What follows belongs to an exercise in optimizing a design on an open flow for small area, a short achievable clock period and few clock cycles; a production flow would make more cautious choices.
Where RTL was checked, it was by simulation tests only, not by an equivalence proof against the original.
Only the layout flow was run in runs 2 to 4; the RTL was not checked for function there.
No activity file was given, so power comes from the tool's default toggle rates.

==> design/flow/config.mk <==
export PLATFORM = sky130hd
export DESIGN_NAME = flush_cvt
export DESIGN_NICKNAME = flush_cvt
export VERILOG_FILES = /design/flow/design.v
export SDC_FILE = /design/flow/constraint.sdc
export NUM_CORES = 4
export LEC_CHECK = 0
export CAP_MARGIN = 20
export CORE_MARGIN = 2
export CORE_UTILIZATION = 60
export PLACE_DENSITY = 0.75
export SLEW_MARGIN = 20
==> design/flow/constraint.sdc <==
create_clock -name core_clock -period 34.0 [get_ports {clk}]
set_input_delay 6.8000 -clock core_clock [delete_from_list [all_inputs] [get_ports {clk}]]
set_output_delay 6.8000 -clock core_clock [all_outputs]
set_load 0.01 [all_outputs]
==> design/flow/design.v <==
module flush_cvt_penc #(parameter LG = 7, parameter MSB = 1) (
    input  wire [(1<<LG)-1:0] v,
    output wire [LG-1:0]      pos,
    output wire               any
);
    genvar l, i;
    generate
        for (l = 1; l <= LG; l = l + 1) begin : lv
            wire [(1<<(LG-l))-1:0]   vv;
            wire [(1<<(LG-l))*l-1:0] pp;
            for (i = 0; i < (1 << (LG - l)); i = i + 1) begin : nd
                if (l == 1) begin : leaf
                    assign vv[i] = v[2*i+1] | v[2*i];
                    assign pp[i] = MSB ? v[2*i+1] : ~v[2*i];
                end else begin : node
                    wire vh = lv[l-1].vv[2*i+1];
                    wire vl = lv[l-1].vv[2*i];
                    wire [l-2:0] ph = lv[l-1].pp[(2*i+1)*(l-1) +: (l-1)];
                    wire [l-2:0] pl = lv[l-1].pp[(2*i)*(l-1) +: (l-1)];
                    assign vv[i] = vh | vl;
                    if (MSB) begin : hi
                        assign pp[i*l +: l] = vh ? {1'b1, ph} : {1'b0, pl};
                    end else begin : lo
                        assign pp[i*l +: l] = vl ? {1'b0, pl} : {1'b1, ph};
                    end
                end
            end
        end
    endgenerate
    assign pos = lv[LG].pp;
    assign any = lv[LG].vv[0];
endmodule
module flush_cvt_fmt (
    input  wire [3:0]        fmt,
    output wire [9:0]        oh,        
    output wire              is_int,
    output wire              known,
    output wire [4:0]        pm1,       
    output wire signed [7:0] emin
);
    assign oh[0] = (fmt == 4'h0);
    assign oh[1] = (fmt == 4'h1);
    assign oh[2] = (fmt == 4'h2);
    assign oh[3] = (fmt == 4'h3);
    assign oh[4] = (fmt == 4'h4);
    assign oh[5] = (fmt == 4'h5);
    assign oh[6] = (fmt == 4'h6);
    assign oh[7] = (fmt == 4'hD);
    assign oh[8] = (fmt == 4'hE);
    assign oh[9] = (fmt == 4'hF);
    assign is_int = oh[0] | oh[1] | oh[2];
    assign known  = |oh;
    assign pm1  = ({5{oh[3] | oh[5]}} & 5'd3)  | ({5{oh[4] | oh[6]}} & 5'd2)
                | ({5{oh[7]}} & 5'd10) | ({5{oh[8]}} & 5'd7) | ({5{oh[9]}} & 5'd23);
    assign emin = ({8{oh[3]}} & -8'sd6) | ({8{oh[4] | oh[7]}} & -8'sd14)
                | ({8{oh[6]}} & -8'sd2) | ({8{oh[8] | oh[9]}} & -8'sd126);
endmodule
module flush_cvt_cout (
    input  wire [31:0] a,
    input  wire [31:0] b,
    input  wire        ci,
    output wire        co
);
    wire [31:0] g0 = (a & b) | {31'd0, (a[0] | b[0]) & ci};
    wire [31:0] p0 = a | b;
    genvar l, i;
    generate
        for (l = 1; l <= 5; l = l + 1) begin : lv
            wire [(32>>l)-1:0] g, p;
            for (i = 0; i < (32 >> l); i = i + 1) begin : nd
                if (l == 1) begin : leaf
                    assign g[i] = g0[2*i+1] | (p0[2*i+1] & g0[2*i]);
                    assign p[i] = p0[2*i+1] & p0[2*i];
                end else begin : node
                    assign g[i] = lv[l-1].g[2*i+1] | (lv[l-1].p[2*i+1] & lv[l-1].g[2*i]);
                    assign p[i] = lv[l-1].p[2*i+1] & lv[l-1].p[2*i];
                end
            end
        end
    endgenerate
    assign co = lv[5].g[0];
endmodule
module flush_cvt_inc (
    input  wire [31:0] a,
    input  wire        ci,
    output wire [31:0] s
);
    wire [32:0] t0 = {a, ci};            
    genvar l, i;
    generate
        for (l = 0; l < 6; l = l + 1) begin : lv
            wire [32:0] pa;              
            for (i = 0; i < 33; i = i + 1) begin : nd
                if (l == 0) begin : first
                    if (i % 2 == 1) begin : odd
                        assign pa[i] = t0[i] & t0[i-1];
                    end else begin : even
                        assign pa[i] = t0[i];
                    end
                end else begin : rest
                    if ((i >> l) % 2 == 1) begin : hi
                        assign pa[i] = lv[l-1].pa[i] & lv[l-1].pa[((i >> l) << l) - 1];
                    end else begin : keep
                        assign pa[i] = lv[l-1].pa[i];
                    end
                end
            end
        end
    endgenerate
    assign s = a ^ lv[5].pa[31:0];
endmodule
module flush_cvt_s1 (
    input  wire [95:0] acc,
    input  wire [7:0]  level,
    input  wire [3:0]  fmt,
    output wire [63:0] win,        
    output wire        neg,
    output wire        zero,       
    output wire        sticky,     
    output wire        hix,        
    output wire [8:0]  zexp        
);
    wire [9:0]         oh;
    wire               is_int, known;
    wire [4:0]         pm1;
    wire signed [7:0]  emin;
    flush_cvt_fmt u_fmt (.fmt(fmt), .oh(oh), .is_int(is_int), .known(known), .pm1(pm1),
                         .emin(emin));
    assign neg = acc[95];
    wire [6:0] q;
    wire       nz;
    wire [95:0] dv = {acc[95:1] ^ acc[94:0], acc[0]};
    flush_cvt_penc #(.LG(7), .MSB(1)) u_lead (.v({32'd0, dv}), .pos(q), .any(nz));
    assign zero = ~nz;
    wire signed [9:0] lvl  = {{2{level[7]}}, level};
    wire signed [9:0] pms  = {5'd0, pm1};
    wire signed [9:0] ems  = {{2{emin[7]}}, emin};
    wire signed [9:0] nthr   = 10'sd49 + ems - lvl;
    wire              nt_le0 = nthr[9] | (nthr == 10'sd0);
    wire              nt_big = ~nthr[9] & (nthr > 10'sd127);
    wire              normal = nt_le0 | (~nt_big & (q >= nthr[6:0]));
    wire signed [9:0] hthr   = 10'sd81 - lvl;
    wire              ht_le0 = hthr[9] | (hthr == 10'sd0);
    wire              ht_big = ~hthr[9] & (hthr > 10'sd127);
    assign hix = ht_le0 | (~ht_big & (q >= hthr[6:0]));
    wire signed [9:0] s_ls   = is_int ? (10'sd80 - lvl) : (10'sd80 - lvl + ems - pms);
    wire [7:0]        s_lc   = (s_ls < 10'sd0) ? 8'd0 : (s_ls > 10'sd160) ? 8'd160 : s_ls[7:0];
    wire [6:0]        k_fmt  = 7'd31 - {2'd0, pm1};
    wire [7:0]        s_nrm  = {1'b0, q} + {1'b0, k_fmt};
    wire [7:0]        s      = (is_int | ~normal) ? s_lc : s_nrm;
    wire [318:0] t0 = {{159{neg}}, acc, 64'd0};
    wire [190:0] t7 = s[7] ? t0[128 +: 191] : t0[0 +: 191];
    wire [126:0] t6 = s[6] ? t7[64 +: 127]  : t7[0 +: 127];
    wire [94:0]  t5 = s[5] ? t6[32 +: 95]   : t6[0 +: 95];
    wire [78:0]  t4 = s[4] ? t5[16 +: 79]   : t5[0 +: 79];
    wire [70:0]  t3 = s[3] ? t4[8 +: 71]    : t4[0 +: 71];
    wire [66:0]  t2 = s[2] ? t3[4 +: 67]    : t3[0 +: 67];
    wire [64:0]  t1 = s[1] ? t2[2 +: 65]    : t2[0 +: 65];
    assign win      = s[0] ? t1[1 +: 64]    : t1[0 +: 64];
    wire d7 = s[7] & (|acc[63:0]);
    wire d6 = s[6] & (|t7[63:0]);
    wire d5 = s[5] & (|t6[31:0]);
    wire d4 = s[4] & (|t5[15:0]);
    wire d3 = s[3] & (|t4[7:0]);
    wire d2 = s[2] & (|t3[3:0]);
    wire d1 = s[1] & (|t2[1:0]);
    wire d0 = s[0] & t1[0];
    assign sticky = d7 | d6 | d5 | d4 | d3 | d2 | d1 | d0;
    wire signed [9:0] zoff = lvl - 10'sd48 - ems;
    wire signed [9:0] zb   = {3'd0, q} + zoff;
    assign zexp = normal ? zb[8:0] : 9'd0;
endmodule
module flush_cvt_s2 (
    input  wire [63:0] win,
    input  wire        neg,
    input  wire        zero,
    input  wire        sticky,
    input  wire        hix,
    input  wire [8:0]  zexp,
    input  wire [1:0]  tag,
    input  wire [3:0]  fmt,
    input  wire        sr,
    input  wire [31:0] rnd,
    output wire [31:0] data,
    output wire        overflow
);
    wire [9:0]         oh;
    wire               is_int, known;
    wire [4:0]         pm1;
    wire signed [7:0]  emin;
    flush_cvt_fmt u_fmt (.fmt(fmt), .oh(oh), .is_int(is_int), .known(known), .pm1(pm1),
                         .emin(emin));
    wire i4 = oh[0], i8 = oh[1], i32 = oh[2], e43 = oh[3], e52 = oh[4], e23 = oh[5],
         e32 = oh[6], h16 = oh[7], b16 = oh[8], s32 = oh[9];
    wire [63:0] xw = win ^ {64{neg}};       
    wire [31:0] n = xw[63:32];
    wire [31:0] f = xw[31:0];
    wire        c = neg & ~sticky;          
    wire        inc_sr;
    flush_cvt_cout u_cout (.a(f), .b(rnd), .ci(c), .co(inc_sr));
    wire        f_lo1  = &f[30:0];
    wire        f_lo0  = ~|f[30:0];
    wire        inc_rn = c ? (f[31] | (f_lo1 & n[0]))
                           : (f[31] & (~f_lo0 | sticky | n[0]));
    wire        inc    = sr ? inc_sr : inc_rn;
    wire [31:0] zenc = ({32{e43 | e23}} & {25'd0, zexp[3:0], n[2:0]})
                     | ({32{e52 | e32}} & {25'd0, zexp[4:0], n[1:0]})
                     | ({32{h16}}       & {17'd0, zexp[4:0], n[9:0]})
                     | ({32{b16}}       & {17'd0, zexp[7:0], n[6:0]})
                     | ({32{s32}}       & {1'd0,  zexp[7:0], n[22:0]});
    wire ones2  = &n[1:0];
    wire ones3  = &n[2:0];
    wire ones7  = &n[6:0];
    wire ones10 = &n[9:0];
    wire ones23 = &n[22:0];
    wire e_gt   = (e23 & (zexp > 9'd3))  | (e32 & (zexp > 9'd7))  | (e43 & (zexp > 9'd15))
                | ((e52 | h16) & (zexp > 9'd30)) | ((b16 | s32) & (zexp > 9'd254));
    wire e_eq   = (e23 & (zexp == 9'd3)) | (e32 & (zexp == 9'd7)) | (e43 & (zexp == 9'd15))
                | ((e52 | h16) & (zexp == 9'd30)) | ((b16 | s32) & (zexp == 9'd254));
    wire m_max  = (e43 & (n[2:0] == 3'b110)) | ((e52 | e32) & ones2) | (e23 & ones3)
                | (h16 & ones10) | (b16 & ones7) | (s32 & ones23);
    wire m_big  = e43 & ones3;               
    wire fovf   = e_gt | (e_eq & (m_big | (m_max & inc)));
    wire [31:0] maxenc = ({32{e43}} & 32'h7E) | ({32{e52}} & 32'h7B) | ({32{e23 | e32}} & 32'h1F)
                       | ({32{h16}} & 32'h7BFF) | ({32{b16}} & 32'h7F7F) | ({32{s32}} & 32'h7F7F_FFFF);
    wire [31:0] signbit = ({32{e43 | e52}} & 32'h80) | ({32{e23 | e32}} & 32'h20)
                        | ({32{h16 | b16}} & 32'h8000) | ({32{s32}} & 32'h8000_0000);
    wire up_p  = i4 ? (|n[31:3])  : i8 ? (|n[31:7])  : n[31];    
    wire up_n  = i4 ? (|n[31:4])  : i8 ? (|n[31:8])  : 1'b0;     
    wire top_n = i4 ? n[3]        : i8 ? n[7]        : n[31];    
    wire lo1   = i4 ? ones3       : i8 ? ones7       : (&n[30:0]);
    wire lo0   = i4 ? ~(|n[2:0])  : i8 ? ~(|n[6:0])  : ~(|n[30:0]);
    wire iovf  = hix | (neg ? (up_n | (top_n & (~lo0 | inc)))
                            : (up_p | (lo1 & inc)));
    wire [31:0] imax = ({32{i4}} & 32'h7) | ({32{i8}} & 32'h7F) | ({32{i32}} & 32'h7FFF_FFFF);
    wire [31:0] imin = ({32{i4}} & 32'h8) | ({32{i8}} & 32'h80) | ({32{i32}} & 32'h8000_0000);
    wire [31:0] wmask = ({32{i4}} & 32'hF) | ({32{i8}} & 32'hFF) | {32{i32}};
    wire [31:0] add_a = is_int ? win[63:32] : zenc;
    wire        add_c = is_int ? (inc ^ neg) : inc;
    wire [31:0] sum;
    flush_cvt_inc u_inc (.a(add_a), .ci(add_c), .s(sum));
    wire t_pinf = (tag == 2'd1), t_ninf = (tag == 2'd2), t_nan = (tag == 2'd3);
    wire [31:0] fp_inf = ({32{e43}} & 32'h7E) | ({32{e52}} & 32'h7C) | ({32{e23 | e32}} & 32'h1F)
                       | ({32{h16}} & 32'h7C00) | ({32{b16}} & 32'h7F80) | ({32{s32}} & 32'h7F80_0000);
    wire [31:0] fp_nan = ({32{e43}} & 32'h7F) | ({32{e52}} & 32'h7E)
                       | ({32{h16}} & 32'h7E00) | ({32{b16}} & 32'h7FC0) | ({32{s32}} & 32'h7FC0_0000);
    wire [31:0] d_spec = t_nan ? fp_nan
                       : is_int ? (t_pinf ? imax : imin)
                       : (fp_inf | (t_ninf ? signbit : 32'd0));
    wire        o_spec = is_int | e23 | e32 | (e43 & ~t_nan);
    wire [31:0] d_int = iovf ? (neg ? imin : imax) : (sum & wmask);
    wire [31:0] d_fp  = (fovf ? maxenc : sum) | (neg ? signbit : 32'd0);
    wire        spec  = t_pinf | t_ninf | t_nan;
    assign data     = (~known | (~spec & zero)) ? 32'd0
                    : spec ? d_spec : is_int ? d_int : d_fp;
    assign overflow = known & (spec ? o_spec : (~zero & (is_int ? iovf : fovf)));
endmodule
module flush_cvt_core (
    input  wire [95:0] acc,
    input  wire [1:0]  tag,
    input  wire [7:0]  level,
    input  wire [3:0]  fmt,
    input  wire        sr,
    input  wire [31:0] rnd,
    output wire [31:0] data,
    output wire        overflow
);
    wire [63:0] win;
    wire        neg, zero, sticky, hix;
    wire [8:0]  zexp;
    flush_cvt_s1 u_s1 (.acc(acc), .level(level), .fmt(fmt), .win(win), .neg(neg),
                       .zero(zero), .sticky(sticky), .hix(hix), .zexp(zexp));
    flush_cvt_s2 u_s2 (.win(win), .neg(neg), .zero(zero), .sticky(sticky), .hix(hix),
                       .zexp(zexp), .tag(tag), .fmt(fmt), .sr(sr), .rnd(rnd),
                       .data(data), .overflow(overflow));
endmodule
module flush_cvt (
    input  wire        clk,
    input  wire        rst,
    input  wire        in_valid,
    output wire        in_ready,
    input  wire [95:0] in_acc,
    input  wire [1:0]  in_tag,
    input  wire [7:0]  in_level,
    input  wire [3:0]  in_fmt,
    input  wire        in_sr,
    input  wire [31:0] in_rand,
    output reg         out_valid,
    output reg  [31:0] out_data,
    output reg         out_overflow
);
    assign in_ready = 1'b1;
    reg        v1;
    reg [95:0] acc1;
    reg [1:0]  tag1;
    reg [7:0]  level1;
    reg [3:0]  fmt1;
    reg        sr1;
    reg [31:0] rnd1;
    always @(posedge clk) begin
        if (rst) v1 <= 1'b0;
        else     v1 <= in_valid;
        acc1   <= in_acc;
        tag1   <= in_tag;
        level1 <= in_level;
        fmt1   <= in_fmt;
        sr1    <= in_sr;
        rnd1   <= in_rand;
    end
    wire [63:0] win;
    wire        neg, zero, sticky, hix;
    wire [8:0]  zexp;
    flush_cvt_s1 u_s1 (.acc(acc1), .level(level1), .fmt(fmt1), .win(win), .neg(neg),
                       .zero(zero), .sticky(sticky), .hix(hix), .zexp(zexp));
    reg        v2;
    reg [63:0] win2;
    reg        neg2, zero2, sticky2, hix2;
    reg [8:0]  zexp2;
    reg [1:0]  tag2;
    reg [3:0]  fmt2;
    reg        sr2;
    reg [31:0] rnd2;
    always @(posedge clk) begin
        if (rst) v2 <= 1'b0;
        else     v2 <= v1;
        win2    <= win;
        neg2    <= neg;
        zero2   <= zero;
        sticky2 <= sticky;
        hix2    <= hix;
        zexp2   <= zexp;
        tag2    <= tag1;
        fmt2    <= fmt1;
        sr2     <= sr1;
        rnd2    <= rnd1;
    end
    wire [31:0] data;
    wire        overflow;
    flush_cvt_s2 u_s2 (.win(win2), .neg(neg2), .zero(zero2), .sticky(sticky2), .hix(hix2),
                       .zexp(zexp2), .tag(tag2), .fmt(fmt2), .sr(sr2), .rnd(rnd2),
                       .data(data), .overflow(overflow));
    always @(posedge clk) begin
        if (rst) out_valid <= 1'b0;
        else     out_valid <= v2;
        out_data     <= data;
        out_overflow <= overflow;
    end
endmodule
==> design/flow/flow/run.sh <==
#!/bin/bash
# Standard layout (standard.sh, the standard flow's own ORFS run) with these changes:
#  - synthesis maps with flow/area.abc (ABC's &nf mapper) instead of ORFS's
#    ABC script; the rest of synthesis is synth_recipe.tcl unchanged, so the
#    registers and their names are those of the standard synthesis;
#  - ports are buffered with buf_1 cells instead of clkdlybuf4s50_1;
#  - timing repair aims for setup slack above SETUP_SLACK_MARGIN.
# make's output goes to make.log here; ORFS keeps each step's log under
# orfs/logs/.
set -euo pipefail
HERE=$(pwd)
export MY_ABC_SCRIPT=$HERE/flow/area.abc
export FLOW_SYNTH_TCL=$HERE/synth_recipe.tcl
bash standard.sh finish SYNTH_SCRIPT=$HERE/flow/synth.tcl \
  SETUP_SLACK_MARGIN=25.8 \
  "BUFFER_PORTS_ARGS=-buffer_cell sky130_fd_sc_hd__buf_1" > make.log 2>&1
==> design/flow/flow/area.abc <==
strash
&get -n
&fraig -x
&put
scorr
dc2
strash
&get -n
&dch -f
&nf
&put
==> design/flow/flow/synth.tcl <==
# synth_recipe.tcl, with the liberty mapping done by our ABC script.
proc abc {args} {
  set i [lsearch -exact $args -script]
  if {$i >= 0} { set args [lreplace $args $i [expr {$i + 1}]] }
  set j [lsearch -exact $args -D]
  if {$j >= 0} { set args [lreplace $args $j [expr {$j + 1}]] }
  yosys abc -script $::env(MY_ABC_SCRIPT) {*}$args
}
source $::env(FLOW_SYNTH_TCL)
==> design/flow/standard.sh <==
#!/bin/bash
# synth_recipe.tcl (not shown) runs the flow's synth.tcl, then flattens the netlist and writes it again
# the make line also repeats each setting of config.mk as NAME=value (left out here)
make -C /OpenROAD-flow-scripts/flow DESIGN_CONFIG=/design/flow/config.mk WORK_HOME=/design/flow/orfs CLKGATE_MAP_FILE= SYNTH_SCRIPT=/design/flow/synth_recipe.tcl "${@:-finish}"
==> results of run 1 <==
==> area by class of cell <==
| type | instances | area [sq um] | area share |
|---|---|---|---|
| Clock buffer | 40 | 838 | 0.0365 |
| Clock inverter | 16 | 185 | 0.00806 |
| Sequential cell | 295 | 5910 | 0.257 |
| Tap cell | 442 | 553 | 0.0241 |
| Multi-Input combinational cell | 1875 | 13900 | 0.603 |
| Inverter | 152 | 579 | 0.0252 |
| Timing Repair Buffer | 215 | 1050 | 0.0457 |
==> cell families (layout without fill, tap and decap cells) <==
family	after synthesis	count (layout)	share of synthesized area
adder cells (fa/ha/maj)	116	116	0.0777
XOR/XNOR	130	130	0.0569
buffers and inverters	153	423	0.0289
flip-flops	295	295	0.295
AND/OR/NAND/NOR	556	556	0.140
other	1	1	0.000187
AO/OA/AOI/OAI	735	736	0.233
multiplexers	336	336	0.169
==> final timing paths <==
kind / cells past startpoint / slack [ns] / endpoint
min: 0 / 0.32 / rnd2[13]
max reg2reg: 29 / 25.90 / win2[10]
min reg2reg: 0 / 0.32 / rnd2[13]
max: 29 / 25.90 / win2[10]
==> metrics by stage <==
step                      hold WS [ns]  cells  cell area [sq um]  total power, W  utilization
after CTS                        0.323   3026              22700         0.00212        0.694
after floorplan                  0.310   2322              20100         0.00139            -
after global routing             0.331   3035              23000         0.00231        0.702
final                            0.321   3035              23000         0.00221        0.702
after global placement           0.311   2969              21600         0.00173        0.660
after detailed placement         0.312   2969              21600         0.00176        0.660
==> power by group through the flow <==
| stage | Clock (W) | Combinational, W | Sequential (W) |
|---|---|---|---|
| after floorplan | 0 | 0.000933 | 0.000459 |
| after global placement | 0 | 0.00125 | 0.000480 |
| after detailed placement | 0 | 0.00128 | 0.000481 |
| after CTS | 0.000342 | 0.00130 | 0.000475 |
| after global routing | 0.000358 | 0.00146 | 0.000484 |
| final | 0.000342 | 0.00138 | 0.000482 |
==> cell usage after synthesis, types with 19 or more instances <==
| cell | number | share of area |
|---|---|---|
| xor2_1 | 78 | 0.034 |
| dfxtp_1 | 295 | 0.29 |
| mux2i_1 | 321 | 0.16 |
| o22ai_1 | 19 | 0.0059 |
| a21o_1 | 30 | 0.011 |
| nor2b_1 | 36 | 0.011 |
| a211oi_1 | 34 | 0.013 |
| xnor2_1 | 52 | 0.023 |
| ha_1 | 102 | 0.064 |
| o31ai_1 | 34 | 0.013 |
| nand2_1 | 124 | 0.023 |
| clkinv_1 | 152 | 0.028 |
| nand4_1 | 33 | 0.010 |
| nand3_1 | 44 | 0.011 |
| o211ai_1 | 35 | 0.013 |
| nor3_1 | 46 | 0.011 |
| o21ai_0 | 148 | 0.037 |
| a21oi_1 | 247 | 0.062 |
| nor4_1 | 32 | 0.010 |
| nor2_1 | 138 | 0.026 |
==> routing by layer <==
layer | share of wire | global-route usage
met1 | 0.38 | 0.497
met2 | 0.45 | 0.664
met3 | 0.092 | 0.0624
met4 | 0.075 | 0.247
met5 | 0 | 0
==> sequential cells by signal (all words and copies together) (netlist names), 8 cells and up <==
register / count
acc1: 96
level1: 8
out_data: 32
rnd1: 32
rnd2: 32
win2: 64
zexp2: 9
==> what timing repair did <==
action	CTS	global route
setup endpoints to repair	65	65
pin swaps	1	2
setup buffers	0	5
gates resized for setup	19	43
gates cloned	1	3
==> run summary, run 1 <==
status complete, no violations; final setup violation count 0; worst path bufs/invs 4; via count 20.5k; nets@finish 2831; H-tree depth 1; ant diodes 0; Min-Delay Startpoint rnd1[13]; Congestion Overflow GR 0; Mapped Cells 2322; PortBufs 179; critical path required time 34.42 ns; Tcrit/Tclk final 0.238; Yosys reg bits 295; maximum VDD drop 0.0738 mV; Hold Buf Count CTS 0; slowest CP cell a21oi_1; critical path type reg2reg; Initial Util 0.612; sequential area share after synthesis 0.295; clock root buffer master clkbuf_16; CP delay by family, top simple AND/OR/NAND/NOR gates; RSZ-0062 raised after global routing no; slowest cell delay on critical path 0.52 ns; Top cell by count, worst path mux2i_1; internal power 0.00110 W; Post-Route Skew 0.0319 ns; worst-skew pair later-pin latency 0.62 ns; vias per cell 6.76; Fin. Hold Viols 0; Hold WC Path Type reg2reg; number of placed I/O pins 181; fillers 2509; Reg clk slew, reported paths 0.07 ns; worst relative slew slack 0.196; WL final 73.8 mm; Final min period 8.10 ns; drt first pass iters 6; number of global-route vias before repair 19.6k; Max-Cap Viols 0; Die Y-Extent 187 um; crit-path max FO 42; Pwr Density 96.1 nW/um^2; max-slew violations 0; gr usage total 0.403; Top FF cell, synth dfxtp_1; Synth warnings 1; crit end category register; sw frac 0.499; final worst slack 25.90 ns; routed len/inst 24.3 um; crit path DAT 8.51 ns; Worst-Margin Slew 1.20 ns; leakage power 9.79 nW; Reg-to-Reg Start acc1[46]; fmax 123 MHz; routability congestion estimate 1.11; ys async rst share 0; commonest non-fill, non-tap cell in the layout mux2i_1; Post-synth EDFFs 0; final setup TNS 0 ns; cts bufs inserted 30; Worst setup SP type register; largest net degree at the start of global routing 108; detailed placement HPWL 54.8 mm; Combinational Power Share 0.627; pre-CTS WS 24.77 ns; post-synth cell types 68; Avg Cell Area, Syn 8.62 sq um; DRC errors left 0; fraction of layout instances using a drive strength above 1 0.0509; TritonCTS clock tree built; worst setup path startpoint acc1[46]; part of the power in registers 0.219; area delta synth->final 14.7%; clk buf depth 3; ANT nets after route 0; commonest non-fill, non-tap cells in the layout mux2i_1 (314), dfxtp_1 (294), a21oi_1 (241); row count 66; mapped cell area 20000 sq um; Total Die Area 34800 sq um; First DRT Iteration DRCs 2714; Core Box Area 32700 sq um; CTS Sinks 295; first-pass GRT wire length 112 mm; Clock power frac 0.155; die extent in x 187 um; initial antenna violation count 1; P_sw 0.00110 W
Testbench counts, summed over its fixed seeds: cycles 16,024.
==> run 2, diff against run 1 <==
--- a/design/flow/design.v
+++ b/design/flow/design.v
@@ -132,22 +132,16 @@
     wire [95:0] dv = {acc[95:1] ^ acc[94:0], acc[0]};
     flush_cvt_penc #(.LG(7), .MSB(1)) u_lead (.v({32'd0, dv}), .pos(q), .any(nz));
     assign zero = ~nz;
-    wire signed [9:0] lvl  = {{2{level[7]}}, level};
-    wire signed [9:0] pms  = {5'd0, pm1};
-    wire signed [9:0] ems  = {{2{emin[7]}}, emin};
-    wire signed [9:0] nthr   = 10'sd49 + ems - lvl;
-    wire              nt_le0 = nthr[9] | (nthr == 10'sd0);
-    wire              nt_big = ~nthr[9] & (nthr > 10'sd127);
-    wire              normal = nt_le0 | (~nt_big & (q >= nthr[6:0]));
-    wire signed [9:0] hthr   = 10'sd81 - lvl;
-    wire              ht_le0 = hthr[9] | (hthr == 10'sd0);
-    wire              ht_big = ~hthr[9] & (hthr > 10'sd127);
-    assign hix = ht_le0 | (~ht_big & (q >= hthr[6:0]));
-    wire signed [9:0] s_ls   = is_int ? (10'sd80 - lvl) : (10'sd80 - lvl + ems - pms);
-    wire [7:0]        s_lc   = (s_ls < 10'sd0) ? 8'd0 : (s_ls > 10'sd160) ? 8'd160 : s_ls[7:0];
-    wire [6:0]        k_fmt  = 7'd31 - {2'd0, pm1};
-    wire [7:0]        s_nrm  = {1'b0, q} + {1'b0, k_fmt};
-    wire [7:0]        s      = (is_int | ~normal) ? s_lc : s_nrm;
+    wire signed [9:0] t    = 10'sd80 - {{2{level[7]}}, level};              
+    wire signed [9:0] c_sb = {{2{emin[7]}}, emin} - {5'd0, pm1};           
+    wire signed [9:0] c_zb = 10'sd32 - {{2{emin[7]}}, emin};                
+    wire signed [9:0] s_ls = is_int ? t : (t + c_sb);
+    wire [7:0]        s_lc = s_ls[9] ? 8'd0 : (s_ls > 10'sd160) ? 8'd160 : s_ls[7:0];
+    wire [7:0]        s_nrm = {1'b0, q} + (8'd31 - {3'd0, pm1});
+    wire signed [9:0] zb   = {3'd0, q} + (c_zb - t);
+    wire              normal = ~zb[9] & (zb != 10'sd0);
+    wire [7:0]        s    = (is_int | ~normal) ? s_lc : s_nrm;
+    assign hix = ($signed({3'd0, q}) > t);
     wire [318:0] t0 = {{159{neg}}, acc, 64'd0};
     wire [190:0] t7 = s[7] ? t0[128 +: 191] : t0[0 +: 191];
     wire [126:0] t6 = s[6] ? t7[64 +: 127]  : t7[0 +: 127];
@@ -166,8 +160,6 @@
     wire d1 = s[1] & (|t2[1:0]);
     wire d0 = s[0] & t1[0];
     assign sticky = d7 | d6 | d5 | d4 | d3 | d2 | d1 | d0;
-    wire signed [9:0] zoff = lvl - 10'sd48 - ems;
-    wire signed [9:0] zb   = {3'd0, q} + zoff;
     assign zexp = normal ? zb[8:0] : 9'd0;
 endmodule
 module flush_cvt_s2 (
==> run 2 against run 1 <==
Non-clock buffer count increased by 21. Clock-buffer cell count unchanged. Power shrank 2.7%. Synthesized area is 4.9% lower. Via count fell by 6.2%. First-iteration DRC count decreased by 14%. Wire length is 11% lower. Clock skew is 0.018 ns lower. Maximum frequency grew 1.9%. Worst setup slack improved by 0.15 ns. Highest routed layer is now met5.
==> run summary, run 2 <==
worst setup path startpoint acc1[83]; Core Box Area 31400 sq um (-4.0%); number of cells on the critical path 34 (+17%); Mapped Cells 2256 (-2.8%); RSZ-0062 raised after global routing no; Post-Route Skew 0.0138 ns (-0.0181 ns); max reg flops 96 (unchanged); PortBufs 179 (unchanged); DR top layer met5; cts bufs inserted 29 (-3.3%); mapped cell area 19000 sq um (-4.9%); crit-path max FO 26 (-38%); WHS Endpoint rnd2[5]; max-slew violations 0 (unchanged); Final Core Density 0.718 (+0.0152); clk buf depth 3 (unchanged); maximum VDD drop 0.0552 mV (-25%); sequential area share after synthesis 0.310 (+0.0151); top-area cell type share of the netlist area 0.310 (+0.0151); critical path type reg2reg; initial antenna violation count 1 (unchanged); critical path required time 34.48 ns (+0.06 ns); Detail Route met3 WL 5.30 mm (-22%); commonest non-fill, non-tap cell in the layout mux2i_1; RR Endpoint win2[7]; Post-synth EDFFs 0 (unchanged); Yosys reg bits 295 (unchanged); final worst slack 26.05 ns (+0.151 ns); TritonCTS clock tree built; number of placed I/O pins 181 (unchanged); largest net degree at the start of global routing 80 (-26%); Die Y-Extent 182 um (-2.4%); die extent in x 182 um (-2.4%); Max-Cap Viols 0 (unchanged); Worst setup SP type register; combinational family with the most area after synthesis compound AO/OA/AOI/OAI gates; Fin. Hold Viols 0 (unchanged); routability congestion estimate 1.03 (-6.8%); status complete, no violations; row count 65 (-1.5%); WL final 65.4 mm (-11%); ant diodes 0 (unchanged); fmax 126 MHz (+1.9%); Reg-to-Reg Start acc1[83]; Congestion Overflow GR 0 (unchanged); worst path bufs/invs 3 (-1); area delta synth->final 18.3%; CTS Sinks 295 (unchanged); slowest cell delay on critical path 0.51 ns (about the same); placed cell areas 20600 sq um (-4.5%); worst-skew pair later-pin latency 0.58 ns (-0.04 ns); first-pass GRT wire length 99.8 mm (-11%); ys async rst share 0 (unchanged); final setup TNS 0 ns (unchanged); Hold Buf Count CTS 0 (unchanged); most common cell in the netlist mux2i_1; routed len/inst 22.2 um (-8.7%); H-tree depth 1 (unchanged); leakage power 9.32 nW (-4.8%); worst hold path depth 0 (unchanged); commonest non-fill, non-tap cells in the layout mux2i_1 (336), dfxtp_1 (291), a21oi_1 (220); r2r setup slk 26.05 ns (+0.15 ns); synth cell count leaders mux2i_1 (355), dfxtp_1 (295), a21oi_1 (248), o21ai_0 (182), nor2_1 (168); Top cell by count, worst path mux2i_1; Final min period 7.95 ns (-0.151 ns); Pwr Density 95.3 nW/um^2 (-0.80%); Reg clk slew, reported paths 0.06 ns (about the same); pre-CTS WS 23.72 ns (-1.05 ns); post-synth top area cell dfxtp_1; via count 19.3k (-6.2%); Tcrit/Tclk final 0.234 (-0.00444); number of global-route vias before repair 18.4k (-6.3%); Synth warnings 1 (unchanged); crit path DAT 8.43 ns (-0.08 ns); top flop regs acc1: 96 flops, win2: 64 flops; ANT nets after route 0 (unchanged); DRC errors left 0 (unchanged); R2R depth 34 (+17%); worst relative slew slack 0.276 (+0.0797); First DRT Iteration DRCs 2341 (-14%); Post-Synth Simple-Gate Area 0.160 (+0.0207); Hold WC Path Type reg2reg; fraction of layout instances using a drive strength above 1 0.0879 (+0.0370); adder-cell share of the synthesized area 0.0566 (-0.0211); gr usage total 0.376 (-0.0271); clock root buffer master clkbuf_16; Compound-Gate Fraction of Synth Area 0.203 (-0.0301); detailed placement HPWL 47.5 mm (-13%); CP delay by family, top simple AND/OR/NAND/NOR gates; vias per cell 6.53 (-3.4%); final setup violation count 0 (unchanged); drt first pass iters 6 (unchanged); main area contributors after synthesis dfxtp_1 (31%), mux2i_1 (19%), a21oi_1 (6.5%); Top FF cell, synth dfxtp_1; Top reg by flops acc1; slowest CP cell dfxtp_1; Total Die Area 33200 sq um (-4.8%); M1 WL 27.4 mm (-2.8%); Initial Util 0.607 (-0.00545); Avg Cell Area, Syn 8.44 sq um (-2.1%); nets@finish 2755 (-2.7%); Synth Area in XOR/XNOR 0.0598 (+0.00290); Fin Hold WS 0.326 ns (+0.00506 ns); Worst-Margin Slew 1.08 ns (-0.113 ns); Min-Delay Startpoint rnd1[5]; crit end category register; mux contribution to synthesized area 0.187 (+0.0176); fin area 22500 sq um (-1.9%); met2 wire length 28.6 mm (-14%); post-synth cell types 67 (-1.5%)
[run 2: cell types whose count changed in the layout (fill, tap and decap cells not counted), moves of 22 or more]
cell | previous run | this run
nor2_1 | 136 | 162
mux2i_1 | 314 | 336
o21ai_0 | 143 | 165
nor3_1 | 44 | 71
clkinv_1 | 150 | 115
ha_1 | 102 | 73
a21oi_2 | 2 | 26
[run 2: what timing repair did]
action,in CTS,in global routing
gates resized for setup,37,88
setup endpoints to repair,69,70
buffers inserted,11,21
cloned,6,2
pin swaps,5,13
[run 2: layer usage]
metal  GRT usage  vias up
met2       0.597     1076
met3      0.0605      222
met1       0.493     9017
li1            -     8944
met4       0.199        2
met5           0        -
[run 2: cells by family (layout without fill, tap and decap cells)]
kind of cell,Yosys count,count (layout)
multiplexers,355,355
AO/OA/AOI/OAI,649,651
other,1,2
flip-flops,295,295
XOR/XNOR,130,130
adder cells (fa/ha/maj),82,82
AND/OR/NAND/NOR,624,626
buffers and inverters,120,407
[run 2: stage by stage]
| stage | std cells | total power [W] |
|---|---|---|
| floorplan | 2257 | 0.00135 |
| global placement | 2858 | 0.00165 |
| detailed placement | 2858 | 0.00168 |
| CTS | 2927 | 0.00206 |
| global route | 2950 | 0.00226 |
| finish | 2950 | 0.00215 |
[run 2: layout make-up]
class                   count  area [sq um]
fillers                  2447          8870
inverters                 119           452
clock inverters            12           145
multi-input cells        1846         13400
well taps                 402           503
flip-flops and latches    295          5910
repair buffers            236          1300
clock buffers              40           807
[run 2: worst max-delay path by stage]
stage | end | slack, ns
5_1_grt | win2[62] | 25.76
3_5_place_dp | win2[60] | 23.72
6_report | win2[7] | 26.05
2_1_floorplan | win2[59] | 24.84
4_1_cts | out_data[31] | 25.81
3_3_place_gp | sticky2 | 24.04
[run 2: where the power goes]
part	leakage (nW)	internal (W)	switching, W	total [W]
Sequential	2.47	0.000412	0.0000546	0.000467
Combinational	6.38	0.000498	0.000860	0.00136
Clock	0.466	0.000188	0.000135	0.000323
Total	9.32	0.00110	0.00105	0.00215
==> run 3, diff against run 2 <==
--- a/design/flow/design.v
+++ b/design/flow/design.v
@@ -137,11 +137,13 @@
     wire signed [9:0] c_zb = 10'sd32 - {{2{emin[7]}}, emin};                
     wire signed [9:0] s_ls = is_int ? t : (t + c_sb);
     wire [7:0]        s_lc = s_ls[9] ? 8'd0 : (s_ls > 10'sd160) ? 8'd160 : s_ls[7:0];
-    wire [7:0]        s_nrm = {1'b0, q} + (8'd31 - {3'd0, pm1});
-    wire signed [9:0] zb   = {3'd0, q} + (c_zb - t);
-    wire              normal = ~zb[9] & (zb != 10'sd0);
-    wire [7:0]        s    = (is_int | ~normal) ? s_lc : s_nrm;
-    assign hix = ($signed({3'd0, q}) > t);
+    wire [6:0]        s_nrm = q + (7'd31 - {2'd0, pm1});                   
+    wire signed [9:0] u    = t - c_zb;                                    
+    wire [9:0]        zb   = {3'd0, q} - u;
+    wire              normal = u[9] | ((u[9:7] == 3'd0) & (q > u[6:0]));
+    wire              sel_l = is_int | ~normal;
+    wire [7:0]        s    = {sel_l & s_lc[7], sel_l ? s_lc[6:0] : s_nrm};
+    assign hix = t[9] | ((t[9:7] == 3'd0) & (q > t[6:0]));
     wire [318:0] t0 = {{159{neg}}, acc, 64'd0};
     wire [190:0] t7 = s[7] ? t0[128 +: 191] : t0[0 +: 191];
     wire [126:0] t6 = s[6] ? t7[64 +: 127]  : t7[0 +: 127];
--- a/design/flow/flow/run.sh
+++ b/design/flow/flow/run.sh
@@ -4,6 +4,7 @@
 #    ABC script; the rest of synthesis is synth_recipe.tcl unchanged, so the
 #    registers and their names are those of the standard synthesis;
 #  - ports are buffered with buf_1 cells instead of clkdlybuf4s50_1;
+#  - clock tree: larger sink clusters driven by clkbuf_16, no dummy loads;
 #  - timing repair aims for setup slack above SETUP_SLACK_MARGIN.
 # make's output goes to make.log here; ORFS keeps each step's log under
 # orfs/logs/.
@@ -13,4 +14,6 @@
 export FLOW_SYNTH_TCL=$HERE/synth_recipe.tcl
 bash standard.sh finish SYNTH_SCRIPT=$HERE/flow/synth.tcl \
   SETUP_SLACK_MARGIN=25.8 \
-  "BUFFER_PORTS_ARGS=-buffer_cell sky130_fd_sc_hd__buf_1" > make.log 2>&1
+  "BUFFER_PORTS_ARGS=-buffer_cell sky130_fd_sc_hd__buf_1" \
+  "CTS_ARGS=-sink_clustering_enable -repair_clock_nets -dont_use_dummy_load -root_buf sky130_fd_sc_hd__clkbuf_16 -buf_list sky130_fd_sc_hd__clkbuf_16 -sink_clustering_size 30 -sink_clustering_max_diameter 100" \
+  > make.log 2>&1
==> design/flow/flow/area.abc (replaced) <==
strash
&get -n
&fraig -x
&put
scorr
dc2
strash
&get -n
&dch -f
&nf -R 1000
&put
==> run 3 against run 2 <==
Still clean. Global-route usage is 3.0 points higher. Worst setup slack worse by 0.16 ns. Flip-flop and latch count stayed put. Power is 4.5% higher. Die area is 0.16% lower. First-iteration DRC count is 6.9% lower. Largest cell class unchanged.
==> run summary, run 3 <==
Initial Util 0.606 (-0.000996); via count 19.6k (+1.9%); maximum VDD drop 0.0873 mV (+58%); Top FF cell, synth dfxtp_1; Top reg by flops acc1; WL final 70.5 mm (+7.7%); PortBufs 179 (unchanged); max reg flops 96 (unchanged); Post-synth EDFFs 0 (unchanged); critical path required time 34.42 ns (-0.06 ns); Pwr Density 105 nW/um^2 (+9.8%); Top cell by count, worst path a21o_1; number of placed I/O pins 181 (unchanged); worst relative slew slack 0.245 (-0.0302); top flop regs acc1: 96 flops, win2: 64 flops; top-area cell type share of the netlist area 0.311 (+0.000510); row count 65 (unchanged); die extent in x 182 um (about the same); clock root buffer master clkbuf_16; Worst-Margin Slew 1.13 ns (+0.0493 ns); slowest CP cell buf_4; final setup violation count 0 (unchanged); first-pass GRT wire length 105 mm (+5.2%); commonest non-fill, non-tap cells in the layout dfxtp_1 (292), mux2i_1 (286), nor2_1 (237); routed len/inst 23.9 um (+7.6%); TritonCTS clock tree built; leakage power 8.40 nW (-9.8%); Total Die Area 33100 sq um (-0.16%); R2R depth 33 (-2.9%); Final min period 8.11 ns (+0.162 ns); Fin. Hold Viols 0 (unchanged); crit path DAT 8.53 ns (+0.10 ns); Final Core Density 0.683 (-0.0346); nets@finish 2784 (+1.1%); First DRT Iteration DRCs 2180 (-6.9%); Synth warnings 1 (unchanged); Reg clk slew, reported paths 0.12 ns (+0.06 ns); fmax 123 MHz (-2.0%); CTS Sinks 295 (unchanged); crit end category register; max-slew violations 0 (unchanged); Post-Route Skew 0.0499 ns (+0.0361 ns); Hold WC Path Type reg2reg; fraction of layout instances using a drive strength above 1 0.0463 (-0.0417); most common cell in the netlist dfxtp_1; Tcrit/Tclk final 0.239 (+0.00476); final setup TNS 0 ns (unchanged); Mapped Cells 2313 (+2.5%); Die Y-Extent 182 um (about the same); number of cells on the critical path 33 (-2.9%); Worst setup SP type register; area delta synth->final 12.7%; cts bufs inserted 14 (-52%); CP delay by family, top compound AO/OA/AOI/OAI gates; main area contributors after synthesis dfxtp_1 (31%), mux2i_1 (15%), a21oi_1 (6.4%); gr usage total 0.406 (+0.0299); detailed placement HPWL 54.3 mm (+14%); status complete, no violations; ys async rst share 0 (unchanged); synth cell count leaders dfxtp_1 (295), mux2i_1 (287), a21oi_1 (244), nor2_1 (242), nand2_1 (174); vias per cell 6.64 (+1.7%); number of global-route vias before repair 18.5k (+0.61%); Hold Buf Count CTS 0 (unchanged); slowest cell delay on critical path 0.73 ns (+0.22 ns); largest net degree at the start of global routing 96 (+20%); Avg Cell Area, Syn 8.22 sq um (-2.6%); worst hold path depth 0 (unchanged); post-synth top area cell dfxtp_1; Yosys reg bits 295 (unchanged); RSZ-0062 raised after global routing yes; post-synth cell types 63 (-6.0%); DRC errors left 0 (unchanged); worst path bufs/invs 3 (unchanged); Congestion Overflow GR 0 (unchanged); initial antenna violation count 2 (+1); mapped cell area 19000 sq um (-0.16%); clk buf depth 3 (unchanged); H-tree depth 1 (unchanged); sequential area share after synthesis 0.311 (+0.000510); commonest non-fill, non-tap cell in the layout dfxtp_1; drt first pass iters 7 (+1); worst-skew pair later-pin latency 0.55 ns (-0.03 ns); Max-Cap Viols 0 (unchanged); Core Box Area 31400 sq um (unchanged); routability congestion estimate 1.08 (+4.4%); critical path type reg2reg; crit-path max FO 95 (+270%); ANT nets after route 0 (unchanged)
## run 3: path summary, 6_finish.rpt
kind              slack, ns       to     start
setup / recovery      25.89  sticky2  acc1[95]
hold / removal         0.31  rnd2[0]   rnd1[0]
setup reg to reg      25.89  sticky2  acc1[95]
hold reg to reg        0.31  rnd2[0]   rnd1[0]
## run 3: timing repair
action                     4_1_cts  5_1_grt
setup endpoints to repair       68       67
setup buffers                    5       12
pin swaps                        3        6
gates cloned                     4        3
resized for setup               35       35
## run 3: cell families (layout without fill, tap and decap cells)
logic type,after synthesis,after routing,synth area share
AO/OA/AOI/OAI,674,674,0.216
XOR/XNOR,125,125,0.0576
adder cells (fa/ha/maj),85,85,0.0591
buffers and inverters,122,357,0.0243
flip-flops,295,295,0.311
multiplexers,293,293,0.155
other,1,2,0.000197
AND/OR/NAND/NOR,718,721,0.178
## run 3: per-stage QoR
step	worst slack, ns	hold slack [ns]	instance area, sq um	std cells	total power, W
after floorplan	24.75	0.310	19200	2313	0.00153
after global placement	24.28	0.311	20600	2915	0.00189
after detailed placement	23.86	0.312	20600	2915	0.00194
after CTS	25.81	0.322	21100	2938	0.00216
after global routing	25.77	0.317	21400	2953	0.00235
final	25.89	0.312	21400	2954	0.00224
## run 3: layer usage
layer / share of wire / up-vias / global-route usage
met3: 0.081 / 307 / 0.0562
met1: 0.38 / 9113 / 0.483
li1: - / 9011 / -
met4: 0.075 / 2 / 0.247
met5: 0.00018 / - / 0
met2: 0.47 / 1187 / 0.696
## run 3: cell type report
cell class / count / area [sq um]
Multi-Input combinational cell: 1899 / 13100
Antenna cell: 1 / 2.50
Clock buffer: 14 / 350
Inverter: 121 / 458
Tap cell: 402 / 503
Timing Repair Buffer: 222 / 1150
Fill cell: 2572 / 9950
Sequential cell: 295 / 5910
## run 3: where the power goes
group	internal (W)	switching [W]	total, W
logic	0.000550	0.00103	0.00158
registers	0.000418	0.0000596	0.000478
clock network	0.0000747	0.000110	0.000184
total	0.00104	0.00120	0.00224
==> run 4, diff against run 3 <==
==> design/flow/flow/run.sh (replaced) <==
#!/bin/bash
# Standard layout (standard.sh, the standard flow's own ORFS run) with these changes:
#  - synthesis maps with flow/area.abc (ABC's &nf mapper) instead of ORFS's
#    ABC script; the rest of synthesis is synth_recipe.tcl unchanged, so the
#    registers and their names are those of the standard synthesis;
#  - ports are buffered with buf_1 cells instead of clkdlybuf4s50_1;
#  - clock tree: larger sink clusters driven by clkbuf_8, no dummy loads;
#  - timing repair aims for setup slack above SETUP_SLACK_MARGIN.
# make's output goes to make.log here; ORFS keeps each step's log under
# orfs/logs/.
set -euo pipefail
HERE=$(pwd)
export MY_ABC_SCRIPT=$HERE/flow/area.abc
export FLOW_SYNTH_TCL=$HERE/synth_recipe.tcl
bash standard.sh finish SYNTH_SCRIPT=$HERE/flow/synth.tcl \
  SETUP_SLACK_MARGIN=25.8 \
  "BUFFER_PORTS_ARGS=-buffer_cell sky130_fd_sc_hd__buf_1" \
  "CTS_ARGS=-sink_clustering_enable -repair_clock_nets -dont_use_dummy_load -root_buf sky130_fd_sc_hd__clkbuf_16 -buf_list sky130_fd_sc_hd__clkbuf_8 -sink_clustering_size 16 -sink_clustering_max_diameter 60" \
  > make.log 2>&1
==> run 4 against run 3 <==
Still clean on timing, DRC and antenna. Die area is the same. Power rose by 0.73%. Synthesized area stayed put. Worst setup slack lost 0.019 ns. Sequential power is essentially flat. Critical path type unchanged. Critical endpoint is now win2[5]. Largest power group unchanged.
==> run summary, run 4 <==
H-tree depth 1 (unchanged); final setup TNS 0 ns (unchanged); Pwr Density 105 nW/um^2 (+0.35%); CTS Sinks 295 (unchanged); Hold Buf Count CTS 0 (unchanged); Reg clk slew, reported paths 0.10 ns (-0.02 ns); Initial Util 0.606 (unchanged); critical path required time 34.38 ns (-0.04 ns); DRC errors left 0 (unchanged); critical path type reg2reg; placed cell areas 20600 sq um (unchanged); TritonCTS clock tree built; crit end category register; Post-Route Skew 0.0642 ns (+0.0143 ns); Congestion Overflow GR 0 (unchanged); routability congestion estimate 1.08 (unchanged); Top reg by flops acc1; fraction of layout instances using a drive strength above 1 0.0503 (+0.00408); Total Die Area 33100 sq um (unchanged); row count 65 (unchanged); Mapped Cells 2313 (unchanged); worst-skew pair later-pin latency 0.57 ns (+0.02 ns); First DRT Iteration DRCs 2175 (-0.23%); max-slew violations 0 (unchanged); Avg Cell Area, Syn 8.22 sq um (unchanged); clk buf depth 3 (unchanged); synth cell count leaders dfxtp_1 (295), mux2i_1 (287), a21oi_1 (244), nor2_1 (242), nand2_1 (174); top-area cell type share of the netlist area 0.311 (unchanged); ANT nets after route 0 (unchanged); Top cell by count, worst path mux2i_1; largest net degree at the start of global routing 96 (unchanged); maximum VDD drop 0.0884 mV (+1.3%); sequential area share after synthesis 0.311 (unchanged); Worst-Margin Slew 1.14 ns (+0.00475 ns); via count 19.7k (+0.53%); number of global-route vias before repair 18.7k (+1.2%); routed len/inst 23.9 um (+0.13%); R2R depth 31 (-6.1%); clock root buffer master clkbuf_16; cts bufs inserted 29 (+15); main area contributors after synthesis dfxtp_1 (31%), mux2i_1 (15%), a21oi_1 (6.4%); Final min period 8.13 ns (+0.0194 ns); Top FF cell, synth dfxtp_1; max reg flops 96 (unchanged); crit-path max FO 46 (-52%); fmax 123 MHz (-0.24%); gr usage total 0.409 (+0.00307); vias per cell 6.65 (+0.12%); WL final 70.9 mm (+0.54%); post-synth cell types 63 (unchanged); slowest CP cell nor2_2; Synth warnings 1 (unchanged); area delta synth->final 13.2%; leakage power 8.45 nW (+0.56%); drt first pass iters 6 (-1); nets@finish 2796 (+0.43%); commonest non-fill, non-tap cell in the layout dfxtp_1; initial antenna violation count 2 (unchanged); commonest non-fill, non-tap cells in the layout dfxtp_1 (291), mux2i_1 (283), nor2_1 (237); most common cell in the netlist dfxtp_1; top flop regs acc1: 96 flops, win2: 64 flops; PortBufs 179 (unchanged); worst hold path depth 0 (unchanged); Fin. Hold Viols 0 (unchanged); detailed placement HPWL 54.3 mm (unchanged); die extent in x 182 um (unchanged); Yosys reg bits 295 (unchanged); final setup violation count 0 (unchanged); Tcrit/Tclk final 0.239 (+0.000571); worst relative slew slack 0.242 (-0.00317); status complete, no violations; slowest cell delay on critical path 0.60 ns (-0.13 ns); fin area 21500 sq um (+0.37%); Die Y-Extent 182 um (unchanged); ys async rst share 0 (unchanged); post-synth top area cell dfxtp_1; Hold WC Path Type reg2reg; crit path DAT 8.51 ns (-0.02 ns); Core Box Area 31400 sq um (unchanged); first-pass GRT wire length 106 mm (+0.51%); number of placed I/O pins 181 (unchanged); mapped cell area 19000 sq um (unchanged); Worst setup SP type register; RSZ-0062 raised after global routing no; Fin Hold WS 0.320 ns (+0.00758 ns); Max-Cap Viols 0 (unchanged); Post-synth EDFFs 0 (unchanged)
==> run 4: cell counts after synthesis <==
No cell type changed its count.
==> run 4: what timing repair did <==
item | 4_1_cts | 5_1_grt
setup buffers | 3 | 9
pin swaps | 3 | 5
setup endpoints to repair | 68 | 67
cloned | 5 | 4
hold endpoints to repair | 0 | 0
resized for setup | 38 | 36
==> run 4: metal layers <==
layer | share of wire | wire (um) | global-route usage | up-vias
li1 | - | - | - | 9056
met1 | 0.37 | 26300 | 0.478 | 9139
met2 | 0.47 | 33200 | 0.702 | 1215
met3 | 0.083 | 5880 | 0.0614 | 314
met4 | 0.076 | 5410 | 0.261 | 0
met5 | 0 | 0 | 0.00148 | -
==> run 4: through the flow <==
step | util | setup WS [ns] | instances | power (W)
2_1_floorplan | - | 24.75 | 2313 | 0.00153
3_3_place_gp | 0.655 | 24.28 | 2915 | 0.00189
3_5_place_dp | 0.655 | 23.86 | 2915 | 0.00194
4_1_cts | 0.677 | 25.86 | 2952 | 0.00217
5_1_grt | 0.685 | 25.75 | 2966 | 0.00237
6_report | 0.685 | 25.87 | 2966 | 0.00226
==> run 4: final cells by class <==
class,count,area [sq um]
Multi-Input combinational cell,1900,13000
Clock buffer,29,433
Timing Repair Buffer,218,1170
Antenna cell,1,2.50
Tap cell,402,503
Inverter,121,458
Sequential cell,295,5910
Fill cell,2556,9870
==> run 4: worst max-delay path: cells and delay by family, from the launching register on <==
kind / cells / cell delay [ns]
muxes: 5 / 1.18
AOI/OAI and AO/OA: 11 / 2.37
adders and majority gates: 2 / 0.69
DFF: 1 / 0.51
and+or+nand+nor: 9 / 2.54
buffers and inverters: 4 / 0.69
==> run 4: path summary, 6_finish.rpt <==
check	from	to	slack, ns
worst max-delay path	acc1[30]	win2[5]	25.87
worst max register to register	acc1[30]	win2[5]	25.87
worst min-delay path	rnd1[4]	rnd2[4]	0.32
worst min register to register	rnd1[4]	rnd2[4]	0.32
==> run 4: cell families after synthesis <==
group / share of synthesized area
simple gates: 0.178
flops: 0.311
xor+xnor: 0.0576
fa+ha+maj: 0.0591
mux: 0.155
compound gates: 0.216
other cells: 0.000197
buf+inv: 0.0243
==> run 4: where the power goes <==
| part | total, W | switching [W] | leakage (nW) | internal, W |
|---|---|---|---|---|
| Sequential | 0.000479 | 0.0000599 | 2.48 | 0.000419 |
| Combinational | 0.00158 | 0.00103 | 5.75 | 0.000552 |
| Clock | 0.000199 | 0.000116 | 0.224 | 0.0000837 |
| Total | 0.00226 | 0.00121 | 8.45 | 0.00105 |
==> run 5, diff against run 4 <==
--- a/design/flow/design.v
+++ b/design/flow/design.v
@@ -109,6 +109,38 @@
     endgenerate
     assign s = a ^ lv[5].pa[31:0];
 endmodule
+module flush_cvt_add7 (
+    input  wire [6:0] a,
+    input  wire [6:0] b,
+    output wire [6:0] s
+);
+    wire [6:0] g0 = a & b;
+    wire [6:0] p0 = a ^ b;
+    wire [6:0] g1, p1;
+    assign g1[0] = g0[0];                          assign p1[0] = p0[0];
+    assign g1[1] = g0[1] | (p0[1] & g0[0]);        assign p1[1] = p0[1] & p0[0];
+    assign g1[2] = g0[2];                          assign p1[2] = p0[2];
+    assign g1[3] = g0[3] | (p0[3] & g0[2]);        assign p1[3] = p0[3] & p0[2];
+    assign g1[4] = g0[4];                          assign p1[4] = p0[4];
+    assign g1[5] = g0[5] | (p0[5] & g0[4]);        assign p1[5] = p0[5] & p0[4];
+    assign g1[6] = g0[6];                          assign p1[6] = p0[6];
+    wire [6:0] g2;
+    assign g2[1:0] = g1[1:0];
+    assign g2[2] = g1[2] | (p1[2] & g1[1]);
+    assign g2[3] = g1[3] | (p1[3] & g1[1]);
+    assign g2[5:4] = g1[5:4];
+    assign g2[6] = g1[6] | (p1[6] & g1[5]);
+    wire [6:0] p2;
+    assign p2[4] = p1[4];
+    assign p2[5] = p1[5];
+    assign p2[6] = p1[6] & p1[5];
+    wire [6:0] c;                                   
+    assign c[3:0] = g2[3:0];
+    assign c[4] = g2[4] | (p2[4] & g2[3]);
+    assign c[5] = g2[5] | (p2[5] & g2[3]);
+    assign c[6] = g2[6] | (p2[6] & g2[3]);
+    assign s = p0 ^ {c[5:0], 1'b0};
+endmodule
 module flush_cvt_s1 (
     input  wire [95:0] acc,
     input  wire [7:0]  level,
@@ -137,7 +169,8 @@
     wire signed [9:0] c_zb = 10'sd32 - {{2{emin[7]}}, emin};                
     wire signed [9:0] s_ls = is_int ? t : (t + c_sb);
     wire [7:0]        s_lc = s_ls[9] ? 8'd0 : (s_ls > 10'sd160) ? 8'd160 : s_ls[7:0];
-    wire [6:0]        s_nrm = q + (7'd31 - {2'd0, pm1});                   
+    wire [6:0]        s_nrm;                                                 
+    flush_cvt_add7 u_add (.a(q), .b(7'd31 - {2'd0, pm1}), .s(s_nrm));
     wire signed [9:0] u    = t - c_zb;                                    
     wire [9:0]        zb   = {3'd0, q} - u;
     wire              normal = u[9] | ((u[9:7] == 3'd0) & (q > u[6:0]));
==> run 5 against run 4 <==
Clock-buffer cell count shrank 1. Worst hold slack gained 0.0081 ns. Wire length shrank 3.9%. Critical endpoint is now win2[20]. Highest routed layer unchanged.
==> run summary, run 5 <==
Reg clk slew, reported paths 0.09 ns (about the same); slowest CP cell a21oi_1; Total Die Area 33100 sq um (-0.25%); Top reg by flops acc1; clk buf depth 3 (unchanged); CTS Sinks 295 (unchanged); cts bufs inserted 28 (-3.4%); via count 19.5k (-1.3%); routability congestion estimate 0.995 (-7.6%); routed len/inst 23.0 um (-3.7%); critical path required time 34.35 ns (-0.03 ns); Initial Util 0.606 (about the same); Post-synth EDFFs 0 (unchanged); sequential area share after synthesis 0.311 (+0.000799); ys async rst share 0 (unchanged); DRC errors left 0 (unchanged); Congestion Overflow GR 0 (unchanged); crit path DAT 8.37 ns (-0.14 ns); Tcrit/Tclk final 0.236 (-0.00336); post-synth cell types 58 (-7.9%); maximum VDD drop 0.0673 mV (-24%); TritonCTS clock tree built; status complete, no violations; die extent in x 182 um (-0.13%); vias per cell 6.58 (-1.1%); PortBufs 179 (unchanged); critical path type reg2reg; slowest cell delay on critical path 0.47 ns (-0.13 ns); commonest non-fill, non-tap cells in the layout dfxtp_1 (293), mux2i_1 (287), a21oi_1 (222); Avg Cell Area, Syn 8.25 sq um (+0.35%); most common cell in the netlist dfxtp_1; Fin. Hold Viols 0 (unchanged); Top FF cell, synth dfxtp_1; Fin Hold WS 0.328 ns (+0.00812 ns); Worst-Margin Slew 1.12 ns (-0.0165 ns); Top cell by count, worst path mux2i_1; Core Box Area 31300 sq um (-0.26%); Overall Power 0.00221 W (-2.2%); pre-CTS WS 24.08 ns (+0.214 ns); Final min period 8.01 ns (-0.114 ns); initial antenna violation count 0 (-2); mapped cell area 19000 sq um (-0.26%); CP delay by family, top simple AND/OR/NAND/NOR gates; detailed placement HPWL 50.8 mm (-6.4%); Yosys reg bits 295 (unchanged); Final Core Density 0.690 (+0.00490); top-area cell type share of the netlist area 0.311 (+0.000799); crit end category register; ANT nets after route 0 (unchanged); Worst setup SP type register; main area contributors after synthesis dfxtp_1 (31%), mux2i_1 (15%), a21oi_1 (6.3%); synth cell count leaders dfxtp_1 (295), mux2i_1 (292), a21oi_1 (237), nor2_1 (222), nand2_1 (174); leakage power 8.40 nW (-0.58%); row count 65 (unchanged); worst-skew pair later-pin latency 0.55 ns (-0.02 ns); clock root buffer master clkbuf_16; final worst slack 25.99 ns (+0.114 ns); RSZ-0062 raised after global routing yes; fmax 125 MHz (+1.4%); number of global-route vias before repair 18.3k (-2.4%); worst relative slew slack 0.253 (+0.0110); first-pass GRT wire length 101 mm (-4.0%); fraction of layout instances using a drive strength above 1 0.0676 (+0.0173); drt first pass iters 7 (+1); post-synth top area cell dfxtp_1; First DRT Iteration DRCs 2320 (+6.7%); Hold WC Path Type reg2reg; Max-Cap Viols 0 (unchanged); H-tree depth 1 (unchanged); worst path bufs/invs 4 (unchanged); Die Y-Extent 182 um (-0.13%); WL final 68.1 mm (-3.9%); Pwr Density 102 nW/um^2 (-2.6%); Mapped Cells 2299 (-0.61%); final setup violation count 0 (unchanged); gr usage total 0.389 (-0.0201); commonest non-fill, non-tap cell in the layout dfxtp_1; max reg flops 96 (unchanged); nets@finish 2792 (-0.14%); largest net degree at the start of global routing 96 (unchanged); number of placed I/O pins 181 (unchanged); ant diodes 0 (-1); crit-path max FO 39 (-15%); max-slew violations 0 (unchanged); Hold Buf Count CTS 0 (unchanged); area delta synth->final 14.0%; top flop regs acc1: 96 flops, win2: 64 flops; Synth warnings 1 (unchanged); fillers 2526 (-1.2%); Post-Route Skew 0.0671 ns (+0.00292 ns); final setup TNS 0 ns (unchanged)
run 5: metrics by stage:
step,std cells,instance area [sq um]
after detailed placement,2900,20400
after global placement,2900,20400
after CTS,2939,21200
after floorplan,2299,19100
after global routing,2960,21600
final,2960,21600
run 5: layout make-up:
type                    count  area, sq um  share of cell area
flip-flops and latches    295         5910               0.273
inverters                 129          489              0.0226
repair buffers            231         1200              0.0555
clock buffers              28          419              0.0194
well taps                 402          503              0.0233
multi-input cells        1875        13100               0.606
run 5: worst reg2reg max path, delay by kind of cell, from the launching register on:
family | cells | cell delay (ns)
simple gates | 12 | 2.56
compound gates | 11 | 2.10
mux | 5 | 1.18
buf+inv | 4 | 0.88
fa+ha+maj | 2 | 0.68
flops | 1 | 0.44
run 5: final timing paths:
kind	slack (ns)	from	cells after the start	endpoint
setup / recovery	25.99	acc1[63]	34	win2[20]
hold reg to reg	0.33	rnd1[3]	0	rnd2[3]
setup reg to reg	25.99	acc1[63]	34	win2[20]
hold / removal	0.33	rnd1[3]	0	rnd2[3]
run 5: logic make-up after synthesis:
logic type                 count (synthesis)  share of synthesized area
AOI/OAI and AO/OA                        679                      0.216
and+or+nand+nor                          677                      0.167
xor gates and xnor gates                 132                     0.0609
buffers and inverters                    130                     0.0259
other                                      1                   0.000198
adders and majority gates                 87                     0.0612
muxes                                    298                      0.158
DFF                                      295                      0.311
run 5: what timing repair did:
| item | CTS | global route |
|---|---|---|
| setup endpoints to repair | 70 | 69 |
| pin swaps | 4 | 13 |
| resized for setup | 48 | 78 |
| gates cloned | 1 | 2 |
| setup buffers | 10 | 19 |
run 5: power by group:
| group | leakage, nW | internal (W) | switching, W | total [W] |
|---|---|---|---|---|
| Combinational | 5.71 | 0.000544 | 0.000997 | 0.00154 |
| Sequential | 2.48 | 0.000417 | 0.0000601 | 0.000477 |
| Clock | 0.217 | 0.0000812 | 0.000112 | 0.000194 |
run 5: metal layers:
layer / global-route usage / wire [um]
met5: 0 / 0
met4: 0.212 / 4660
met3: 0.0570 / 5830
met2: 0.651 / 30800
met1: 0.484 / 26800
Testbench counts of run 5, summed over its fixed seeds: cycles 16,024.
==> run 6, diff against run 5 <==
--- a/design/flow/flow/run.sh
+++ b/design/flow/flow/run.sh
@@ -13,7 +13,7 @@
 export MY_ABC_SCRIPT=$HERE/flow/area.abc
 export FLOW_SYNTH_TCL=$HERE/synth_recipe.tcl
 bash standard.sh finish SYNTH_SCRIPT=$HERE/flow/synth.tcl \
-  SETUP_SLACK_MARGIN=25.8 \
+  SETUP_SLACK_MARGIN=26.6 \
   "BUFFER_PORTS_ARGS=-buffer_cell sky130_fd_sc_hd__buf_1" \
   "CTS_ARGS=-sink_clustering_enable -repair_clock_nets -dont_use_dummy_load -root_buf sky130_fd_sc_hd__clkbuf_16 -buf_list sky130_fd_sc_hd__clkbuf_8 -sink_clustering_size 16 -sink_clustering_max_diameter 60" \
   > make.log 2>&1
==> run 6 against run 5 <==
Worst setup slack better by 0.24 ns. First-iteration DRC count grew 22%. Via count rose by 2.8%. Critical path depth down 33. Utilization rose by 3.5 points. Sequential share of layout area shrank 1.2 points. Final cell count grew 1.7%. Clock-buffer cell count shrank 1. Die area stayed put. Critical path type is now reg2out. Largest power group unchanged.
==> run summary, run 6 <==
status complete, no violations; Worst-Margin Slew 1.16 ns (+0.0382 ns); number of global-route vias before repair 18.2k (-0.27%); pre-CTS WS 24.71 ns (+0.627 ns); Combinational Power Share 0.708 (+0.011); Top FF cell, synth dfxtp_1; initial antenna violation count 0 (unchanged); vias per cell 6.65 (+1.1%); H-tree depth 1 (unchanged); area delta synth->final 19.7%; Synth warnings 1 (unchanged); TritonCTS clock tree built; Post-Route Skew 0.0659 ns (-0.00119 ns); Worst setup SP type register; PortBufs 179 (unchanged); Post-synth EDFFs 0 (unchanged); worst path bufs/invs 1 (-3); worst hold path depth 0 (unchanged); final worst slack 26.22 ns (+0.235 ns); WL final 70.0 mm (+2.7%); Core Box Area 31300 sq um (unchanged); ANT nets after route 0 (unchanged); Top reg by flops acc1; placed cell areas 20600 sq um (+0.78%); top flop regs acc1: 96 flops, win2: 64 flops; Min-Delay Startpoint rnd1[23]; first-pass GRT wire length 99.8 mm (-1.5%); sequential area share after synthesis 0.311 (unchanged); Hold WC Path Type reg2reg; ant diodes 0 (unchanged); max reg flops 96 (unchanged); row count 65 (unchanged); Pwr Density 101 nW/um^2 (-0.86%); slowest cell delay on critical path 0.32 ns (-0.15 ns); worst-skew pair later-pin latency 0.54 ns (about the same); final setup TNS 0 ns (unchanged); drt first pass iters 10 (+3); Mapped Cells 2299 (unchanged); critical path required time 27.20 ns (-7.15 ns); Reg-to-Reg Start acc1[87]; CP delay by family, top flip-flops; Non-Filler Instances 3011 (+1.7%); DRC errors left 0 (unchanged); gr usage total 0.382 (-0.00713); Avg Cell Area, Syn 8.25 sq um (unchanged); commonest non-fill, non-tap cell in the layout mux2i_1; fmax 129 MHz (+3.0%); maximum VDD drop 0.0769 mV (+14%); die extent in x 182 um (unchanged); max-slew violations 0 (unchanged); Die Y-Extent 182 um (unchanged); clock root buffer master clkbuf_16; commonest non-fill, non-tap cells in the layout mux2i_1 (286), dfxtp_1 (279), nor2_1 (209); Yosys reg bits 295 (unchanged); Clock power frac 0.082 (-0.006); worst relative slew slack 0.228 (-0.0254); sw frac 0.526 (-0.00295); critical path type reg2out; detailed placement HPWL 49.1 mm (-3.3%); post-synth top area cell dfxtp_1; clk buf depth 3 (unchanged); Total Die Area 33100 sq um (unchanged); First DRT Iteration DRCs 2820 (+22%); top-area cell type share of the netlist area 0.311 (unchanged); Initial Util 0.606 (unchanged); part of the power in registers 0.210 (-0.006); fillers 2442 (-3.3%); Reg clk slew, reported paths 0.09 ns (about the same); Max-Cap Viols 0 (unchanged); slowest CP cell dfxtp_1
run 6: cell count changes in the layout (fill, tap and decap cells not counted), sizes merged:
| cell | delta |
|---|---|
| bufbuf | +2 |
| buf | +35 |
| clkinvlp | -1 |
| a22o | +1 |
| clkbuf | +1 |
| nor2 | +2 |
| clkinv | +1 |
| and2 | +10 |
run 6: what timing repair did:
| item | CTS | global route |
|---|---|---|
| hold endpoints to repair | 0 | 0 |
| resized for setup | 94 | 149 |
| buffers inserted | 19 | 48 |
| cloned | 9 | 11 |
| hold buffers | 0 | 0 |
| pin swaps | 16 | 36 |
| setup endpoints to repair | 107 | 102 |
run 6: metrics by stage:
| step | util | hold slack (ns) |
|---|---|---|
| finish | 0.725 | 0.314 |
| global route | 0.725 | 0.321 |
| CTS | 0.688 | 0.321 |
| detailed placement | 0.657 | 0.313 |
| global placement | 0.657 | 0.310 |
| floorplan | - | 0.310 |
run 6: cells by family (layout without fill, tap and decap cells):
group	count (synthesis)	in the layout	share of synthesized area
muxes	298	298	0.158
AOI/OAI and AO/OA	679	681	0.216
and+or+nand+nor	677	689	0.167
buffers and inverters	130	426	0.0259
adders and majority gates	87	87	0.0612
other	1	1	0.000198
DFF	295	295	0.311
xor gates and xnor gates	132	132	0.0609
run 6: worst max-delay path by stage:
stage | startpoint | to | slack [ns] | cells past startpoint
2_1_floorplan | acc1[87] | sticky2 | 26.33 | 33
3_3_place_gp | acc1[87] | win2[39] | 25.11 | 34
3_5_place_dp | acc1[87] | win2[44] | 24.71 | 34
4_1_cts | out_valid | out_valid | 26.21 | 1
5_1_grt | out_valid | out_valid | 26.19 | 1
6_report | out_valid | out_valid | 26.22 | 1
run 6: layer usage:
layer / global-route usage / vias up / wire length (um)
li1: - / 9090 / -
met1: 0.474 / 9303 / 26800
met2: 0.645 / 1288 / 32100
met3: 0.0618 / 335 / 6600
met4: 0.188 / 0 / 4490
met5: 0 / - / 0
run 6: layout make-up:
| class | instances | area [sq um] | share of cell area |
|---|---|---|---|
| Tap cell | 402 | 503 | 0.0221 |
| Sequential cell | 295 | 5930 | 0.261 |
| Timing Repair Buffer | 270 | 1710 | 0.0752 |
| Inverter | 129 | 489 | 0.0215 |
| Clock buffer | 27 | 405 | 0.0178 |
| Multi-Input combinational cell | 1888 | 13700 | 0.602 |
run 6: power groups by stage:
stage	clock network [W]	registers (W)	logic, W
final	0.000189	0.000484	0.00163
after CTS	0.000190	0.000473	0.00143
after floorplan	0	0.000459	0.00103
after global placement	0	0.000480	0.00134
after global routing	0.000202	0.000486	0.00172
after detailed placement	0	0.000481	0.00138

Check on run 6: ideal ports give 26.221 ns setup slack; a clkbuf_16 on the clock port and buf_2 on the inputs give 26.167 ns; moving port delays by the midpoint clock arrival (0.561 ns) as well gives 26.635 ns.
